From an optimization exercise on the open Yosys and OpenROAD flow, aimed at small area, a short achievable clock period and few clock cycles per item; shortcuts taken in it are not production practice. In this exercise RTL edits were held to simulation tests only and were not proved equivalent to the original. Power is estimated from default activity; no workload was simulated.

==> run A <==
==> flow/design.v <==
module glade_div (
    input  wire        clk,
    input  wire        rst,
    input  wire        start,
    input  wire [1:0]  op,
    input  wire [63:0] a,
    input  wire [63:0] b,
    output wire        ready,
    output wire        done,
    output wire [63:0] result
);
    reg st_s1, st_run, st_move, st_neg, st_done;
    reg rdy;
    reg [63:0] rem;        
    reg [64:0] opd;        
    reg        cin;        
    reg [63:0] bq;         
    reg [4:0]  cnt;        
    reg        want_rem;   
    reg        sa;         
    reg        sb;         
    reg        qsel;       
    reg        sk;         
    reg        dz;         
    function [6:0] nlz64(input [63:0] x);
        reg [15:0] v4;
        reg [31:0] c4;
        reg [7:0]  v8;
        reg [23:0] c8;
        reg [3:0]  v16;
        reg [15:0] c16;
        reg [1:0]  v32;
        reg [9:0]  c32;
        reg [3:0]  n;
        integer i;
        begin
            for (i = 0; i < 16; i = i + 1) begin
                n = x[4*i +: 4];
                v4[i] = |n;
                c4[2*i +: 2] = n[3] ? 2'd0 : n[2] ? 2'd1 : n[1] ? 2'd2 : 2'd3;
            end
            for (i = 0; i < 8; i = i + 1) begin
                v8[i] = v4[2*i+1] | v4[2*i];
                c8[3*i +: 3] = v4[2*i+1] ? {1'b0, c4[2*(2*i+1) +: 2]} : {1'b1, c4[2*(2*i) +: 2]};
            end
            for (i = 0; i < 4; i = i + 1) begin
                v16[i] = v8[2*i+1] | v8[2*i];
                c16[4*i +: 4] = v8[2*i+1] ? {1'b0, c8[3*(2*i+1) +: 3]} : {1'b1, c8[3*(2*i) +: 3]};
            end
            for (i = 0; i < 2; i = i + 1) begin
                v32[i] = v16[2*i+1] | v16[2*i];
                c32[5*i +: 5] = v16[2*i+1] ? {1'b0, c16[4*(2*i+1) +: 4]} : {1'b1, c16[4*(2*i) +: 4]};
            end
            if (v32[1])      nlz64 = {2'b00, c32[9:5]};
            else if (v32[0]) nlz64 = {2'b01, c32[4:0]};
            else             nlz64 = 7'd64;
        end
    endfunction
    function [67:0] add68(input [67:0] x, input [67:0] y, input ci);
        reg [67:0] g, p;
        integer i, l;
        begin
            p = x ^ y;
            g = x & y;
            g[0] = g[0] | (p[0] & ci);
            add68[0] = p[0] ^ ci;
            for (l = 0; l < 7; l = l + 1)
                for (i = 67; i >= 0; i = i - 1)
                    if ((i % (2 << l)) == (2 << l) - 1) begin
                        g[i] = g[i] | (p[i] & g[i - (1 << l)]);
                        p[i] = p[i] & p[i - (1 << l)];
                    end
            for (l = 5; l >= 0; l = l - 1)
                for (i = 67; i >= 0; i = i - 1)
                    if (i >= (3 << l) - 1 && (i % (2 << l)) == (1 << l) - 1) begin
                        g[i] = g[i] | (p[i] & g[i - (1 << l)]);
                        p[i] = p[i] & p[i - (1 << l)];
                    end
            for (i = 1; i < 68; i = i + 1)
                add68[i] = x[i] ^ y[i] ^ g[i - 1];
        end
    endfunction
    function [67:0] add68f(input [67:0] x, input [67:0] y, input ci);
        reg [67:0] g, p, gn, pn;
        integer i, l;
        begin
            p = x ^ y;
            g = x & y;
            g[0] = g[0] | (p[0] & ci);
            add68f[0] = p[0] ^ ci;
            for (l = 0; l < 7; l = l + 1) begin
                gn = g; pn = p;
                for (i = 0; i < 68; i = i + 1)
                    if ((i % (2 << l)) >= (1 << l)) begin
                        gn[i] = g[i] | (p[i] & g[i - (i % (1 << l)) - 1]);
                        pn[i] = p[i] & p[i - (i % (1 << l)) - 1];
                    end
                g = gn; p = pn;
            end
            for (i = 1; i < 68; i = i + 1)
                add68f[i] = x[i] ^ y[i] ^ g[i - 1];
        end
    endfunction
    wire [67:0] rx   = {4'b0000, rem};
    wire [67:0] opdx = {3'b111, opd};
    wire [67:0] opd2 = {opdx[66:0], cin};
    wire [67:0] sum  = add68(rx, opdx, cin);
    wire [67:0] sum2 = add68(rx, opd2, cin);
    wire [67:0] cs_s = rx ^ opdx ^ opd2;
    wire [67:0] cs_c = (rx & opdx) | (rx & opd2) | (opdx & opd2);
    wire [67:0] sum3 = add68f(cs_s, {cs_c[66:0], cin}, cin);
    wire        fit1 = ~sum[67];
    wire        fit2 = ~sum2[67];
    wire        fit3 = ~sum3[67];
    wire [63:0] rnext = fit3 ? sum3[63:0] : fit2 ? sum2[63:0] : sum[63:0];
    wire        a_neg = op[0] & a[63];
    wire        b_neg = op[0] & b[63];
    wire [63:0] ax    = a ^ {64{a_neg}};         
    wire [63:0] bx    = b ^ {64{b_neg}};         
    wire [6:0]  nla    = nlz64(ax);
    wire [6:0]  nlb    = nlz64(bx);
    wire [5:0]  nlb6   = nlb[6] ? 6'd63 : nlb[5:0];
    wire [7:0]  s8     = {2'b00, nlb6} + {7'd0, a_neg} - {1'b0, nla};
    wire        b_zero = ~|b;
    wire        skip   = s8[7] | b_zero;
    wire [63:0] skipres = want_rem ? (opd[63:0] ^ {64{sa}}) : {64{dz}};
    reg  [67:0] bsl;
    integer k;
    always @* begin
        bsl = {{4{sb}}, bq};
        for (k = 4; k >= 0; k = k - 1)
            if (cnt[k]) bsl = bsl << (2 << k);
    end
    wire [67:0] bsh   = bsl ^ {68{~sb}};
    wire        neg   = want_rem ? sa : (sa ^ sb);
    wire        last  = (cnt == 5'd0);
    wire        busy  = st_s1 | st_run | st_move | st_neg;
    wire        acc   = rdy & start;
    wire        fin   = (acc & skip) | (st_run & last & ~neg) | st_neg;
    assign ready  = rdy;
    assign done   = st_done;
    assign result = sk ? skipres : qsel ? bq : rem;
    always @(posedge clk) begin
        if (rst) begin
            st_s1   <= 1'b0;
            st_run  <= 1'b0;
            st_move <= 1'b0;
            st_neg  <= 1'b0;
            st_done <= 1'b0;
            rdy     <= 1'b1;
        end else begin
            st_s1   <= acc & ~skip;
            st_run  <= st_s1 | (st_run & ~last);
            st_move <= st_run & last & neg & ~want_rem;
            st_neg  <= (st_run & last & neg & want_rem) | st_move;
            st_done <= fin;
            rdy     <= fin | (rdy & ~start);
        end
    end
    always @(posedge clk) begin
        if (st_run & fit1)
            rem <= rnext;
        else if (st_s1)
            rem <= sum[63:0];
        else if (st_neg)
            rem <= ~sum[63:0];
        else if (st_move)
            rem <= bq;
        else if (~busy)
            rem <= 64'd0;
        opd <= ~busy              ? {1'b0, ax} :
               st_s1              ? bsh[64:0] :
               (st_run & ~last)   ? {2'b11, opd[64:2]} : {65{1'b1}};
        cin <= ~busy              ? a_neg :
               st_s1              ? ~sb :
               (st_run & ~last)   ? cin : 1'b0;
        bq  <= ~busy ? b :
               st_s1 ? 64'd0 : {bq[61:0], fit2, fit1 & (fit3 | ~fit2)};
        cnt <= ~busy ? s8[5:1] : st_run ? cnt - 5'd1 : cnt;
        if (~busy) begin
            want_rem <= op[1];
            sa       <= a_neg;
            sb       <= b_neg;
            qsel     <= ~op[1] & ~(a_neg ^ b_neg);
            sk       <= skip;
            dz       <= b_zero;
        end
    end
endmodule
==> flow/run.sh <==
#!/bin/bash
# synth_recipe.tcl (not shown) runs the flow's synth.tcl, then flattens the netlist and writes it again
# the make line also repeats each setting of config.mk as NAME=value (left out here)
make -C /OpenROAD-flow-scripts/flow DESIGN_CONFIG=/design/flow/config.mk WORK_HOME=/design/flow/orfs CLKGATE_MAP_FILE= SYNTH_SCRIPT=/design/flow/synth_recipe.tcl finish
==> flow/config.mk <==
export PLATFORM = sky130hd
export DESIGN_NAME = glade_div
export DESIGN_NICKNAME = glade_div
export VERILOG_FILES = /design/flow/design.v
export SDC_FILE = /design/flow/constraint.sdc
export NUM_CORES = 4
export LEC_CHECK = 0
export CAP_MARGIN = 20
export CORE_MARGIN = 2
export CORE_UTILIZATION = 40
export GPL_TIMING_DRIVEN = 0
export PLACE_DENSITY = 0.6
export SETUP_SLACK_MARGIN = 0.35
export SLEW_MARGIN = 20
==> flow/constraint.sdc <==
create_clock -name core_clock -period 5.0 [get_ports {clk}]
set_input_delay 1.0000 -clock core_clock [delete_from_list [all_inputs] [get_ports {clk}]]
set_output_delay 1.0000 -clock core_clock [all_outputs]
set_load 0.01 [all_outputs]
==> inputs of run F, as changes to run A <==
--- a/flow/design.v
+++ b/flow/design.v
@@ -13,5 +13,5 @@
     reg rdy;
     reg [63:0] rem;        
-    reg [64:0] opd;        
+    reg [67:0] opd;        
     reg        cin;        
     reg [63:0] bq;         
@@ -57,57 +57,11 @@
         end
     endfunction
-    function [67:0] add68(input [67:0] x, input [67:0] y, input ci);
-        reg [67:0] g, p;
-        integer i, l;
-        begin
-            p = x ^ y;
-            g = x & y;
-            g[0] = g[0] | (p[0] & ci);
-            add68[0] = p[0] ^ ci;
-            for (l = 0; l < 7; l = l + 1)
-                for (i = 67; i >= 0; i = i - 1)
-                    if ((i % (2 << l)) == (2 << l) - 1) begin
-                        g[i] = g[i] | (p[i] & g[i - (1 << l)]);
-                        p[i] = p[i] & p[i - (1 << l)];
-                    end
-            for (l = 5; l >= 0; l = l - 1)
-                for (i = 67; i >= 0; i = i - 1)
-                    if (i >= (3 << l) - 1 && (i % (2 << l)) == (1 << l) - 1) begin
-                        g[i] = g[i] | (p[i] & g[i - (1 << l)]);
-                        p[i] = p[i] & p[i - (1 << l)];
-                    end
-            for (i = 1; i < 68; i = i + 1)
-                add68[i] = x[i] ^ y[i] ^ g[i - 1];
-        end
-    endfunction
-    function [67:0] add68f(input [67:0] x, input [67:0] y, input ci);
-        reg [67:0] g, p, gn, pn;
-        integer i, l;
-        begin
-            p = x ^ y;
-            g = x & y;
-            g[0] = g[0] | (p[0] & ci);
-            add68f[0] = p[0] ^ ci;
-            for (l = 0; l < 7; l = l + 1) begin
-                gn = g; pn = p;
-                for (i = 0; i < 68; i = i + 1)
-                    if ((i % (2 << l)) >= (1 << l)) begin
-                        gn[i] = g[i] | (p[i] & g[i - (i % (1 << l)) - 1]);
-                        pn[i] = p[i] & p[i - (i % (1 << l)) - 1];
-                    end
-                g = gn; p = pn;
-            end
-            for (i = 1; i < 68; i = i + 1)
-                add68f[i] = x[i] ^ y[i] ^ g[i - 1];
-        end
-    endfunction
     wire [67:0] rx   = {4'b0000, rem};
-    wire [67:0] opdx = {3'b111, opd};
-    wire [67:0] opd2 = {opdx[66:0], cin};
-    wire [67:0] sum  = add68(rx, opdx, cin);
-    wire [67:0] sum2 = add68(rx, opd2, cin);
-    wire [67:0] cs_s = rx ^ opdx ^ opd2;
-    wire [67:0] cs_c = (rx & opdx) | (rx & opd2) | (opdx & opd2);
-    wire [67:0] sum3 = add68f(cs_s, {cs_c[66:0], cin}, cin);
+    wire [67:0] opd2 = {opd[66:0], cin};
+    wire [67:0] sum  = rx + opd + {67'd0, cin};
+    wire [67:0] sum2 = rx + opd2 + {67'd0, cin};
+    wire [67:0] cs_s = rx ^ opd ^ opd2;
+    wire [67:0] cs_c = (rx & opd) | (rx & opd2) | (opd & opd2);
+    wire [67:0] sum3 = cs_s + {cs_c[66:0], cin} + {67'd0, cin};
     wire        fit1 = ~sum[67];
     wire        fit2 = ~sum2[67];
@@ -125,12 +79,6 @@
     wire        skip   = s8[7] | b_zero;
     wire [63:0] skipres = want_rem ? (opd[63:0] ^ {64{sa}}) : {64{dz}};
-    reg  [67:0] bsl;
-    integer k;
-    always @* begin
-        bsl = {{4{sb}}, bq};
-        for (k = 4; k >= 0; k = k - 1)
-            if (cnt[k]) bsl = bsl << (2 << k);
-    end
-    wire [67:0] bsh   = bsl ^ {68{~sb}};
+    wire [67:0] bext  = {{4{sb}}, bq};
+    wire [67:0] bsh   = (bext << {cnt, 1'b0}) ^ {68{~sb}};
     wire        neg   = want_rem ? sa : (sa ^ sb);
     wire        last  = (cnt == 5'd0);
@@ -169,14 +117,9 @@
         else if (~busy)
             rem <= 64'd0;
-        opd <= ~busy              ? {1'b0, ax} :
-               st_s1              ? bsh[64:0] :
-               (st_run & ~last)   ? {2'b11, opd[64:2]} : {65{1'b1}};
-        cin <= ~busy              ? a_neg :
-               st_s1              ? ~sb :
-               (st_run & ~last)   ? cin : 1'b0;
-        bq  <= ~busy ? b :
-               st_s1 ? 64'd0 : {bq[61:0], fit2, fit1 & (fit3 | ~fit2)};
-        cnt <= ~busy ? s8[5:1] : st_run ? cnt - 5'd1 : cnt;
         if (~busy) begin
+            opd      <= {4'b0000, ax};
+            cin      <= a_neg;
+            bq       <= b;
+            cnt      <= s8[5:1];
             want_rem <= op[1];
             sa       <= a_neg;
@@ -186,4 +129,19 @@
             dz       <= b_zero;
         end
+        if (st_s1) begin
+            opd <= bsh;
+            cin <= ~sb;
+            bq  <= 64'd0;
+        end
+        if (st_run) begin
+            bq  <= {bq[61:0], fit2, fit1 & (fit3 | ~fit2)};
+            cnt <= cnt - 5'd1;
+            if (last) begin
+                opd <= {68{1'b1}};
+                cin <= 1'b0;
+            end else begin
+                opd <= {2'b11, opd[67:2]};
+            end
+        end
     end
 endmodule
--- a/flow/config.mk
+++ b/flow/config.mk
@@ -9,6 +9,4 @@
 export CORE_MARGIN = 2
 export CORE_UTILIZATION = 40
-export GPL_TIMING_DRIVEN = 0
 export PLACE_DENSITY = 0.6
-export SETUP_SLACK_MARGIN = 0.35
 export SLEW_MARGIN = 20
==> inputs of run K, as changes to run A <==
==> flow/design.v (replaced) <==
module glade_div (
    input  wire        clk,
    input  wire        rst,
    input  wire        start,
    input  wire [1:0]  op,
    input  wire [63:0] a,
    input  wire [63:0] b,
    output wire        ready,
    output wire        done,
    output wire [63:0] result
);
    reg st_s1, st_run, st_move, st_neg, st_done;
    reg rdy;
    reg [63:0] rem;        
    reg [67:0] opd;        
    reg        cin;        
    reg [63:0] bq;         
    reg [4:0]  cnt;        
    reg        want_rem;   
    reg        sa;         
    reg        sb;         
    reg        qsel;       
    function [6:0] nlz64(input [63:0] x);
        reg [15:0] v4;
        reg [31:0] c4;
        reg [7:0]  v8;
        reg [23:0] c8;
        reg [3:0]  v16;
        reg [15:0] c16;
        reg [1:0]  v32;
        reg [9:0]  c32;
        reg [3:0]  n;
        integer i;
        begin
            for (i = 0; i < 16; i = i + 1) begin
                n = x[4*i +: 4];
                v4[i] = |n;
                c4[2*i +: 2] = n[3] ? 2'd0 : n[2] ? 2'd1 : n[1] ? 2'd2 : 2'd3;
            end
            for (i = 0; i < 8; i = i + 1) begin
                v8[i] = v4[2*i+1] | v4[2*i];
                c8[3*i +: 3] = v4[2*i+1] ? {1'b0, c4[2*(2*i+1) +: 2]} : {1'b1, c4[2*(2*i) +: 2]};
            end
            for (i = 0; i < 4; i = i + 1) begin
                v16[i] = v8[2*i+1] | v8[2*i];
                c16[4*i +: 4] = v8[2*i+1] ? {1'b0, c8[3*(2*i+1) +: 3]} : {1'b1, c8[3*(2*i) +: 3]};
            end
            for (i = 0; i < 2; i = i + 1) begin
                v32[i] = v16[2*i+1] | v16[2*i];
                c32[5*i +: 5] = v16[2*i+1] ? {1'b0, c16[4*(2*i+1) +: 4]} : {1'b1, c16[4*(2*i) +: 4]};
            end
            if (v32[1])      nlz64 = {2'b00, c32[9:5]};
            else if (v32[0]) nlz64 = {2'b01, c32[4:0]};
            else             nlz64 = 7'd64;
        end
    endfunction
    wire [67:0] rx   = {4'b0000, rem};
    wire [67:0] opd2 = {opd[66:0], cin};
    wire [67:0] sum  = rx + opd + {67'd0, cin};
    wire [67:0] sum2 = rx + opd2 + {67'd0, cin};
    wire [67:0] cs_s = rx ^ opd ^ opd2;
    wire [67:0] cs_c = (rx & opd) | (rx & opd2) | (opd & opd2);
    wire [67:0] sum3 = cs_s + {cs_c[66:0], cin} + {67'd0, cin};
    wire        fit1 = ~sum[67];
    wire        fit2 = ~sum2[67];
    wire        fit3 = ~sum3[67];
    wire [63:0] rnext = fit3 ? sum3[63:0] : fit2 ? sum2[63:0] : sum[63:0];
    wire        a_neg = op[0] & a[63];
    wire        b_neg = op[0] & b[63];
    wire [63:0] ax    = a ^ {64{a_neg}};         
    wire [63:0] bx    = b ^ {64{b_neg}};         
    wire [6:0]  nla    = nlz64(ax);
    wire [6:0]  nlb    = nlz64(bx);
    wire [5:0]  nlb6   = nlb[6] ? 6'd63 : nlb[5:0];
    wire [7:0]  s8     = {2'b00, nlb6} + {7'd0, a_neg} - {1'b0, nla};
    wire        b_zero = ~|b;
    wire        skip   = s8[7] | b_zero;
    wire [63:0] accval = skip ? (op[1] ? a : {64{b_zero}}) : 64'd0;
    wire [67:0] bext  = {{4{sb}}, bq};
    wire [67:0] bsh   = (bext << {cnt, 1'b0}) ^ {68{~sb}};
    wire        neg   = want_rem ? sa : (sa ^ sb);
    wire        last  = (cnt == 5'd0);
    wire        busy  = st_s1 | st_run | st_move | st_neg;
    wire        acc   = rdy & start;
    wire        fin   = (acc & skip) | (st_run & last & ~neg) | st_neg;
    assign ready  = rdy;
    assign done   = st_done;
    assign result = qsel ? bq : rem;
    always @(posedge clk) begin
        if (rst) begin
            st_s1   <= 1'b0;
            st_run  <= 1'b0;
            st_move <= 1'b0;
            st_neg  <= 1'b0;
            st_done <= 1'b0;
            rdy     <= 1'b1;
        end else begin
            st_s1   <= acc & ~skip;
            st_run  <= st_s1 | (st_run & ~last);
            st_move <= st_run & last & neg & ~want_rem;
            st_neg  <= (st_run & last & neg & want_rem) | st_move;
            st_done <= fin;
            rdy     <= fin | (rdy & ~start);
        end
    end
    always @(posedge clk) begin
        if (st_run & fit1)
            rem <= rnext;
        else if (st_s1)
            rem <= sum[63:0];
        else if (st_neg)
            rem <= ~sum[63:0];
        else if (st_move)
            rem <= bq;
        else if (~busy)
            rem <= accval;
        if (~busy) begin
            opd      <= {4'b0000, ax};
            cin      <= a_neg;
            bq       <= b;
            cnt      <= s8[5:1];
            want_rem <= op[1];
            sa       <= a_neg;
            sb       <= b_neg;
            qsel     <= ~skip & ~op[1] & ~(a_neg ^ b_neg);
        end
        if (st_s1) begin
            opd <= bsh;
            cin <= ~sb;
            bq  <= 64'd0;
        end
        if (st_run) begin
            bq  <= {bq[61:0], fit2, fit1 & (fit3 | ~fit2)};
            cnt <= cnt - 5'd1;
            if (last) begin
                opd <= {68{1'b1}};
                cin <= 1'b0;
            end else begin
                opd <= {2'b11, opd[67:2]};
            end
        end
    end
endmodule
--- a/flow/config.mk
+++ b/flow/config.mk
@@ -9,6 +9,4 @@
 export CORE_MARGIN = 2
 export CORE_UTILIZATION = 40
-export GPL_TIMING_DRIVEN = 0
 export PLACE_DENSITY = 0.6
-export SETUP_SLACK_MARGIN = 0.35
 export SLEW_MARGIN = 20
==> key figures <==
Logic synthesis
  – Unique masters post-synth: 91
  – Synth Flop Type: dfxtp_1

Cells and area
  – Core Util, Final: 49.2%

CTS
  – Post CTS Setup Buffer Count: 83

Power and ir drop
  – Pint: 8400 uW
  – Power share of the combinational group: 70.5%

Floorplan
  – TAP cells: 950

Detailed routing
  – Via count: 31,100
  – Metal2 WL: 61.3 mm

Status
  – Status: finished clean

Placed design
  – Post-place setup slack: -2.67 ns

Hold path
  – Hold path endpoint: st_neg
# the run above: run A

==> key figures <==
Detailed routing
  – Via count: 37,600
  – Metal2 WL: 66.0 mm
  – Vias per std cell: 6.27

Logic synthesis
  – Unique masters post-synth: 105
  – Synth Flop Type: edfxtp_1

Placed design
  – DP HPWL: 125 mm
  – Post-place setup slack: -0.858 ns

CTS
  – CTS H-tree depth: 1
  – Post CTS Setup Buffer Count: 0

Power and ir drop
  – Pint: 11,300 uW
  – Power share of the combinational group: 78.2%

Hold path
  – Hold path endpoint: rdy

Global routing
  – GRT busiest layer: met2

Floorplan
  – TAP cells: 1,144

Cells and area
  – Core Util, Final: 48.8%

Status
  – Status: finished clean

Critical path
  – Slowest CP cell: clkdlybuf4s50_1
# the run above: run F

==> key figures <==
Status
  – Layout check faults: negative setup slack
  – Status: complete, but fails checks

Logic synthesis
  – Synth Flop Type: edfxtp_1
  – Unique masters post-synth: 106

Detailed routing
  – Metal2 WL: 69.4 mm
  – Via count: 38,100

STA
  – Final setup vio count: 45
  – Fin worst setup slack: -0.215 ns

Power and ir drop
  – Power share of the combinational group: 81.2%

CTS
  – Post CTS Setup Buffer Count: 14

Floorplan
  – TAP cells: 1,080
# the run above: run K

Testbench counts of run A, summed over its fixed seeds: cycles 24,582, items 2,400.
Testbench counts of run F, summed over its fixed seeds: cycles 24,582, items 2,400.
Testbench counts of run K, summed over its fixed seeds: cycles 24,582, items 2,400.

==> re-timing with driven ports <==
Ports are ideal in the flow. The routed layouts listed here were re-timed in OpenROAD.
Step 1 assumes that a clkbuf_16 drives the clock port and a buf_2 every other input.
Step 2 also shifts input and output timing later by t, the mid clock arrival at the registers, as if the neighbouring blocks saw the same clock.
Three values: no drivers, after step 1, after step 2; two values: the first two.
run | shift t [ns] | setup WS [ns] | worst setup path at the end | clock arrival spread, ns
run A | 0.642 | 0.195 / 0.215 / -0.427 | input to register | 0.014 / 0.014
run F | 0.654 | 0.094 / 0.109 / -0.506 | input to register | 0.022 / 0.022
run K | 0.663 | -0.215 / -0.167 / -0.830 | input to register | 0.016 / 0.017
Met with ideal ports but missed after step 2: setup timing in run A and run F. The setup slack of run A, which loses most, moves by +0.020 ns with the drivers and by -0.622 ns with both steps.
